What follows belongs to an exercise in optimizing a design on an open flow for small area, a short achievable clock period and few clock cycles per item; a production flow would make more cautious choices. Function was checked by simulation only, so behaviour that the tests miss may differ from the original.

`flow/config.mk`:
```
export PLATFORM = sky130hd
export DESIGN_NAME = kinetic_step
export DESIGN_NICKNAME = kinetic_step
export VERILOG_FILES = /design/flow/design.v
export SDC_FILE = /design/flow/constraint.sdc
export NUM_CORES = 4
export LEC_CHECK = 0
export CAP_MARGIN = 20
export CORE_MARGIN = 2
export CORE_UTILIZATION = 40
export SLEW_MARGIN = 20
```
`flow/run.sh`:
```
#!/bin/bash
# synth_recipe.tcl (not shown) runs the flow's synth.tcl, then flattens the netlist and writes it again
# the make line also repeats each setting of config.mk as NAME=value (left out here)
make -C /OpenROAD-flow-scripts/flow DESIGN_CONFIG=/design/flow/config.mk WORK_HOME=/design/flow/orfs CLKGATE_MAP_FILE= SYNTH_SCRIPT=/design/flow/synth_recipe.tcl finish
```
`flow/design.v`:
```
module kinetic_step (
    input  wire        clk,
    input  wire        rst,
    input  wire        in_valid,
    output wire        in_ready,
    input  wire [31:0] p_in,             
    input  wire [31:0] v_in,             
    input  wire [15:0] target,           
    input  wire        hold,             
    input  wire        house,            
    input  wire [15:0] house_value,
    input  wire        blackout,         
    input  wire [30:0] vf,               
    input  wire [30:0] af,               
    input  wire [30:0] df,               
    input  wire [30:0] sf,               
    input  wire [15:0] min_pos,
    input  wire [15:0] max_pos,
    input  wire        velocity,         
    input  wire [1:0]  blackout_action,
    input  wire [15:0] blackout_pos,
    input  wire [15:0] zero_value,
    output reg         out_valid,
    output reg  [31:0] p_out,
    output reg  [31:0] v_out,
    output reg  [2:0]  mode_out,         
    output reg  [15:0] sent_out
);
    localparam [2:0] S_IDLE = 3'd0,
                     S_PREP = 3'd1,
                     S_MUL  = 3'd2,
                     S_SQRT = 3'd3,
                     S_VEL  = 3'd4,
                     S_FIN  = 3'd5;
    localparam [2:0] M_TRACK = 3'd0,
                     M_RAMP  = 3'd1,
                     M_HELD  = 3'd2,
                     M_HOUSE = 3'd3,
                     M_BLACK = 3'd4;
    reg [2:0] state;
    reg [4:0] iter;
    reg [31:0] r_p;
    reg [31:0] r_v;
    reg [15:0] r_target;
    reg        r_hold;
    reg        r_house;
    reg [15:0] r_house_value;
    reg        r_blackout;
    reg [30:0] r_vf, r_af, r_df, r_sf;
    reg [15:0] r_min_pos, r_max_pos;
    reg        r_velocity;
    reg [1:0]  r_blackout_action;
    reg [15:0] r_blackout_pos;
    reg [15:0] r_zero_value;
    reg        r_stop;       
    reg [2:0]  r_tmode;      
    reg [31:0] r_xt;         
    reg signed [39:0] r_e;   
    reg [31:0] r_abs_e;
    reg [31:0] r_pv;         
    reg [31:0] r_v2;         
    reg [63:0] r_rad;        
    reg [33:0] r_rem;
    reg [31:0] r_root;
    assign in_ready = (state == S_IDLE);
    reg        c_stop;
    reg [2:0]  c_tmode;
    reg [15:0] c_x;
    reg [31:0] c_lo, c_hi, c_xs, c_xt;
    reg signed [39:0] c_e;
    reg signed [39:0] c_abs_e;
    always @* begin
        c_stop  = 1'b0;
        c_tmode = M_TRACK;
        c_x     = r_target;
        if (r_hold) begin
            c_stop = 1'b1;
        end else if (r_house) begin
            c_tmode = M_HOUSE;
            c_x     = r_house_value;
        end else if (r_blackout) begin
            if (r_blackout_action == 2'd1) begin
                c_tmode = M_BLACK;
                c_x     = r_blackout_pos;
            end else begin
                c_stop = 1'b1;
            end
        end
        c_lo = {r_min_pos, 16'd0};
        c_hi = {r_max_pos, 16'd0};
        c_xs = {c_x, 16'd0};
        if (c_xs < c_lo) c_xs = c_lo;
        c_xt = (c_xs > c_hi) ? c_hi : c_xs;
        c_e  = $signed({8'd0, c_xt}) - $signed({8'd0, r_p});
        c_abs_e = (c_e < 0) ? -c_e : c_e;
    end
    wire [33:0] sq_rem_sh = {r_rem[31:0], r_rad[63:62]};
    wire [33:0] sq_trial  = {r_root, 2'b01};
    wire        sq_ge     = (sq_rem_sh >= sq_trial);
    reg signed [39:0] g_p, g_v, g_z;
    reg signed [39:0] g_vf, g_af, g_df, g_sf;
    reg signed [39:0] g_vmag, g_vd, g_lim, g_dv, g_v2, g_p2, g_step, g_d, g_absd, g_absv, g_absvd;
    reg               g_decel;
    always @* begin
        g_p  = $signed({8'd0, r_p});
        g_v  = {{8{r_v[31]}}, r_v};
        g_z  = $signed({8'd0, r_zero_value, 16'd0});
        g_vf = $signed({9'd0, r_vf});
        g_af = $signed({9'd0, r_af});
        g_df = $signed({9'd0, r_df});
        g_sf = $signed({9'd0, r_sf});
        g_vmag  = 40'sd0;
        g_vd    = 40'sd0;
        g_lim   = 40'sd0;
        g_dv    = 40'sd0;
        g_step  = 40'sd0;
        g_d     = 40'sd0;
        g_absd  = 40'sd0;
        g_decel = 1'b0;
        g_absv  = (g_v < 0) ? -g_v : g_v;
        g_absvd = 40'sd0;
        g_p2    = g_p;
        g_v2    = g_v;
        if (r_stop) begin
            if (r_velocity) begin
                g_d    = g_z - g_p;
                g_absd = (g_d < 0) ? -g_d : g_d;
                g_step = (g_absd < g_sf) ? g_absd : g_sf;
                g_p2   = (g_d < 0) ? g_p - g_step : g_p + g_step;
                g_v2   = g_p2 - g_p;
            end else begin
                g_step = (g_absv < g_sf) ? g_absv : g_sf;
                g_v2   = (g_v < 0) ? g_v + g_step : g_v - g_step;
            end
        end else if (r_velocity) begin
            g_d = g_z - g_p;
            if (r_e == 0) begin
                g_p2 = g_p;
            end else if ((g_p != g_z) && ((r_e < 0) == (g_d < 0))) begin
                g_absd = (g_d < 0) ? -g_d : g_d;
                g_step = $signed({8'd0, r_abs_e});
                if (g_df < g_step) g_step = g_df;
                if (g_absd < g_step) g_step = g_absd;
                g_p2 = (r_e < 0) ? g_p - g_step : g_p + g_step;
            end else begin
                g_step = $signed({8'd0, r_abs_e});
                if (g_af < g_step) g_step = g_af;
                g_p2 = (r_e < 0) ? g_p - g_step : g_p + g_step;
            end
            g_v2 = g_p2 - g_p;
        end else begin
            g_vmag  = ($signed({8'd0, r_root}) < g_vf) ? $signed({8'd0, r_root}) : g_vf;
            g_vd    = (r_e > 0) ? g_vmag : (r_e < 0) ? -g_vmag : 40'sd0;
            g_absvd = (r_e == 0) ? 40'sd0 : g_vmag;
            g_decel = (g_v != 0) && ((g_absvd < g_absv) ||
                      ((g_vd != 0) && ((g_vd < 0) != (g_v < 0))));
            g_lim   = g_decel ? g_df : g_af;
            g_dv    = g_vd - g_v;
            if (g_dv > g_lim)  g_dv = g_lim;
            if (g_dv < -g_lim) g_dv = -g_lim;
            g_v2    = g_v + g_dv;
        end
    end
    reg signed [39:0] f_p, f_v, f_v2, f_xt, f_lo, f_hi, f_z, f_df;
    reg signed [39:0] f_p2, f_d, f_absd, f_absv2;
    reg               f_rest;
    reg [2:0]         f_mode;
    reg [32:0]        f_round;
    always @* begin
        f_p  = $signed({8'd0, r_p});
        f_v  = {{8{r_v[31]}}, r_v};
        f_v2 = {{8{r_v2[31]}}, r_v2};
        f_xt = $signed({8'd0, r_xt});
        f_lo = $signed({8'd0, r_min_pos, 16'd0});
        f_hi = $signed({8'd0, r_max_pos, 16'd0});
        f_z  = $signed({8'd0, r_zero_value, 16'd0});
        f_df = $signed({9'd0, r_df});
        f_d     = 40'sd0;
        f_absd  = 40'sd0;
        f_absv2 = (f_v2 < 0) ? -f_v2 : f_v2;
        if (r_velocity) begin
            f_p2 = $signed({8'd0, r_pv});
        end else if (r_stop) begin
            f_p2 = f_p + ((f_v + f_v2) >>> 1);
            if (f_p2 < 0) f_p2 = 40'sd0;
            if (f_p2 > 40'sh00FFFFFFFF) f_p2 = 40'sh00FFFFFFFF;
        end else begin
            f_p2   = f_p + ((f_v + f_v2) >>> 1);
            f_d    = f_xt - f_p2;
            f_absd = (f_d < 0) ? -f_d : f_d;
            if ((f_absd <= 40'sd65536) && (f_absv2 <= f_df)) begin
                f_p2 = f_xt;
                f_v2 = 40'sd0;
            end
            if (f_p2 < f_lo) f_p2 = f_lo;
            if (f_p2 > f_hi) f_p2 = f_hi;
        end
        if (r_stop) begin
            f_rest = r_velocity ? (f_p2 == f_z) : (f_v2 == 0);
            f_mode = f_rest ? M_HELD : M_RAMP;
        end else begin
            f_rest = 1'b0;
            f_mode = r_tmode;
        end
        f_round = {1'b0, f_p2[31:0]} + 33'h8000;
    end
    always @(posedge clk) begin
        if (rst) begin
            state     <= S_IDLE;
            out_valid <= 1'b0;
        end else begin
            out_valid <= 1'b0;
            case (state)
                S_IDLE: begin
                    if (in_valid) begin
                        r_p               <= p_in;
                        r_v               <= v_in;
                        r_target          <= target;
                        r_hold            <= hold;
                        r_house           <= house;
                        r_house_value     <= house_value;
                        r_blackout        <= blackout;
                        r_vf              <= vf;
                        r_af              <= af;
                        r_df              <= df;
                        r_sf              <= sf;
                        r_min_pos         <= min_pos;
                        r_max_pos         <= max_pos;
                        r_velocity        <= velocity;
                        r_blackout_action <= blackout_action;
                        r_blackout_pos    <= blackout_pos;
                        r_zero_value      <= zero_value;
                        state             <= S_PREP;
                    end
                end
                S_PREP: begin
                    r_stop  <= c_stop;
                    r_tmode <= c_tmode;
                    r_xt    <= c_xt;
                    r_e     <= c_e;
                    r_abs_e <= c_abs_e[31:0];
                    state   <= S_MUL;
                end
                S_MUL: begin
                    r_rad  <= {r_df, 1'b0} * r_abs_e;
                    r_rem  <= 34'd0;
                    r_root <= 32'd0;
                    iter   <= 5'd0;
                    state  <= S_SQRT;
                end
                S_SQRT: begin
                    if (sq_ge) begin
                        r_rem  <= sq_rem_sh - sq_trial;
                        r_root <= {r_root[30:0], 1'b1};
                    end else begin
                        r_rem  <= sq_rem_sh;
                        r_root <= {r_root[30:0], 1'b0};
                    end
                    r_rad <= {r_rad[61:0], 2'b00};
                    iter  <= iter + 5'd1;
                    if (iter == 5'd31) state <= S_VEL;
                end
                S_VEL: begin
                    r_pv  <= g_p2[31:0];
                    r_v2  <= g_v2[31:0];
                    state <= S_FIN;
                end
                S_FIN: begin
                    p_out     <= f_p2[31:0];
                    v_out     <= f_v2[31:0];
                    mode_out  <= f_mode;
                    sent_out  <= f_round[32] ? 16'hFFFF : f_round[31:16];
                    out_valid <= 1'b1;
                    state     <= S_IDLE;
                end
                default: state <= S_IDLE;
            endcase
        end
    end
endmodule
```
`flow/constraint.sdc`:
```
create_clock -name core_clock -period 17.0 [get_ports {clk}]
set_input_delay 3.4000 -clock core_clock [delete_from_list [all_inputs] [get_ports {clk}]]
set_output_delay 3.4000 -clock core_clock [all_outputs]
set_load 0.01 [all_outputs]
```
==> flow_summary.json <==
{
  "synth_area_leaders": "edfxtp_1 (20%), fa_1 (18%), ha_1 (13%)",
  "slowest_delay_ns": 0.76,
  "netlist_instances": 11300,
  "ys_types": 122,
  "h-tree-depth": 3,
  "fin_setup_tns_ns": 0,
  "io_pins": 378,
  "initial_core_util": 0.402,
  "cp_data_required_time_ns": 17.53,
  "largest_reg_flops": 63,
  "hold_viol": 0,
  "drt-wirelength-per-cell_um": 28.9,
  "yosys_warnings": 1,
  "fin_crit_sh": 0.968,
  "rr_worst_depth": 65,
  "ys_ff_latch": 656,
  "tightestPinTransition_ns": 1.23,
  "dr_total_vias": 91900,
  "synth_top_area_frac": 0.200,
  "nFillCells": 23700,
  "cts_hold_buf": 0,
  "gp_congestion": 1.04,
  "setup_viol": 0,
  "drcViolationCount": 0,
  "crit_path_start_kind": "flop",
  "grt-ovfl-total": 0,
  "wirelength_um": 445000,
  "grt_pass1_wl_um": 636000,
  "root_buffer": "clkbuf_16",
  "insertion_delay_ns": 0.80,
  "core-area_um2": 243000,
  "numCtsBuffers": 85,
  "die-area_um2": 249000,
  "maxCapViolations": 0,
  "cp_max_fo": 11,
  "cp-end-kind": "flop",
  "max_freq_mhz": 60.8,
  "worst_path_max_delay_cell": "edfxtp_1",
  "syn_to_final_growth_pct": 16.0,
  "dr.pass1.iters": 8,
  "status": "timing/DRC/antenna clean",
  "io_buffers": 377,
  "drive_above_1_share": 0.0990,
  "drt_iter0_drc": 9906,
  "hold_depth": 2,
  "min_to": "r_rad[3]$_DFFE_PP_",
  "detail-route-antenna-nets": 0,
  "synthArstFlopShare": 0,
  "rr_endpoint": "r_v2[29]$_DFFE_PP_",
  "hold_class": "flop to flop",
  "r2r_slack_ns": 0.55,
  "fp.dieW_um": 499,
  "rows": 181,
  "clkSlewWorstSetupHoldPaths_ns": 0.06,
  "synth_largest_area_cell": "edfxtp_1",
  "regMostFlops": "r_rad",
  "grt_pass1_vias": 91100,
  "cp.arrival_ns": 16.98,
  "grt_max_degree": 133,
  "nets": 14300,
  "vias_per_cell": 5.97,
  "maxSlewViolCount": 0,
  "hold_start": "r_rad[1]$_SDFFCE_PP0P_",
  "ys_seq_area_frac": 0.201,
  "die_h_um": 499,
  "relSlewSlack": 0.176,
  "r2r-start": "r_p[1]$_DFFE_PP_",
  "ys.flop_type": "edfxtp_1",
  "clk_path_buf_depth": 3,
  "crit_type": "flop to flop",
  "netlist_area_um2": 97900,
  "rsz0062_at_grt": "yes",
  "synth_edf_count": 652,
  "cts_tree": "built",
  "cts_sinks": 656,
  "fin_crit_ns": 16.45,
  "skew_ns": 0.0632,
  "antenna_found_initial": 30,
  "post-dp-hpwl_um": 357000,
  "synthesis.nets": 13600,
  "grtUsageTotal": 0.350,
  "avgSynthCellArea_um2": 8.62
}
==> worst max path at each step <==
stage	startpoint	to	slack (ns)	cells past startpoint
floorplan	r_root[17]$_SDFFCE_PN0P_	r_v2[29]$_DFFE_PP_	0.22	85
global placement	r_root[17]$_SDFFCE_PN0P_	r_v2[29]$_DFFE_PP_	-0.07	89
detailed placement	r_vf[17]$_DFFE_PP_	r_v2[29]$_DFFE_PP_	0.11	86
CTS	r_root[17]$_SDFFCE_PN0P_	r_v2[29]$_DFFE_PP_	0.08	85
global route	r_vf[17]$_DFFE_PP_	r_v2[30]$_DFFE_PP_	-0.24	96
finish	r_p[1]$_DFFE_PP_	r_v2[29]$_DFFE_PP_	0.55	65
==> cell families (layout without fill, tap and decap cells) <==
family          count (synthesis)  after routing  share of synthesized area
other cells                     2             12                  0.0000767
mux                           245            245                     0.0288
fa+ha+maj                    1925           1925                      0.313
buf+inv                      1895           2742                     0.0730
flops                         656            656                      0.201
simple gates                 3645           3645                      0.173
compound gates               2345           2345                      0.154
xor+xnor                      634            634                     0.0570
==> synthesized netlist by cell type (all sizes together), types with 16 or more instances <==
master     n
o31ai     75
nor2     913
and4      17
nor4      76
o41ai     33
nand4b    16
or3       82
nand2   1353
o22ai     35
and2     167
a31oi     85
nand4    146
xnor2    452
edfxtp   652
o211ai    60
and3      69
or2       43
o311ai    22
a22oi     41
a21o     233
mux2i    186
mux2      33
fa       875
mux4      26
o21a      88
xor2     181
nor3     248
a311oi    16
o21bai    70
nor2b    109
clkbuf   368
buf      105
or4       37
a21oi    771
nand3    209
o31a      17
nand2b   109
a21boi    25
inv     1411
o21ai    490
a211oi    58
a221oi    27
ha      1050
a211o     21
==> metal layers <==
layer	vias to the layer above	share of wire	GRT usage
li1	40600	-	-
met1	45400	0.41	0.463
met2	4756	0.43	0.533
met3	1127	0.093	0.0713
met4	22	0.067	0.195
met5	-	0.00031	0
==> layout make-up <==
type,instances,area (um2),area share
inverters,1422,5340,0.0470
clock buffers,93,2180,0.0192
diodes,10,25.0,0.000220
clock inverters,65,818,0.00721
multi-input cells,8796,71600,0.631
well taps,3202,4010,0.0353
flip-flops and latches,656,19700,0.173
repair buffers,1162,9850,0.0868
==> stage by stage <==
| stage | setup WS (ns) | cells | utilization | instance area [um2] | hold WS, ns |
|---|---|---|---|---|---|
| floorplan | 0.222 | 11300 | - | 97900 | 0.484 |
| global placement | -0.0679 | 15200 | 0.452 | 110000 | 0.503 |
| detailed placement | 0.107 | 15200 | 0.452 | 110000 | 0.507 |
| CTS | 0.0789 | 15400 | 0.465 | 113000 | 0.523 |
| global route | -0.235 | 15400 | 0.467 | 113000 | 0.542 |
| finish | 0.547 | 15400 | 0.467 | 113000 | 0.515 |
==> timing repair <==
item                       CTS  global route
resized for setup            1            83
cloned                       0             1
setup endpoints to repair    1            67
buffers inserted             0             6
pin swaps                    0             6
==> critical path: cells and delay by family, from the launching register on <==
kind            cells  cell delay [ns]
flops               1             0.76
compound gates     33             7.71
xor+xnor            3             0.69
mux                 1             0.46
fa+ha+maj           5             1.69
simple gates       17             3.21
buf+inv             6             1.65
==> layout by cell type (no fill, tap or decap), drive strengths merged, types with 58 or more instances in the layout <==
cell type      netlist  layout
nor4                76      76
and2               167     167
edfxtp             652     652
buf                105     784
o31ai               75      75
and3                69      69
nand2b             109     109
fa                 875     875
ha                1050    1050
o21ai              490     490
clkdlybuf4s50        0     377
nand2             1353    1353
nand3              209     209
mux2i              186     186
nor2               913     913
o211ai              60      60
nand4              146     146
nor3               248     248
a21o               233     233
clkbuf             368      94
xor2               181     181
a31oi               85      85
a21oi              771     771
a211oi              58      58
inv               1411    1419
o21a                88      88
or3                 82      82
xnor2              452     452
o21bai              70      70
nor2b              109     109
Testbench counts, summed over its fixed seeds: cycles 113,664, items 3,072.

[what the ideal ports hide]
How much do the figures lean on ideal ports? The routed layout below was timed once more, with nothing changed but the port constraints.
Step 1: set_driving_cell puts a clkbuf_16 on clk and a buf_2 on each other input, an assumption about the parent block.
Step 2 also shifts input and output timing later by t, the mid clock arrival at the registers, as if the neighbouring blocks saw the same clock.
a / b / c = ideal ports / drivers / drivers and shift; a / b = the first two.
shift t [ns]: 0.879
setup slack, ns: 0.547 / 0.547 / 0.547
hold slack, ns: 0.515 / 0.515 / 0.515
slew at the worst register clock pin (ns): 0.09 / 0.09
After both steps setup and hold are still met in this run. The setup slack of this run moves by 0.000 ns with the drivers and by 0.000 ns with both steps.
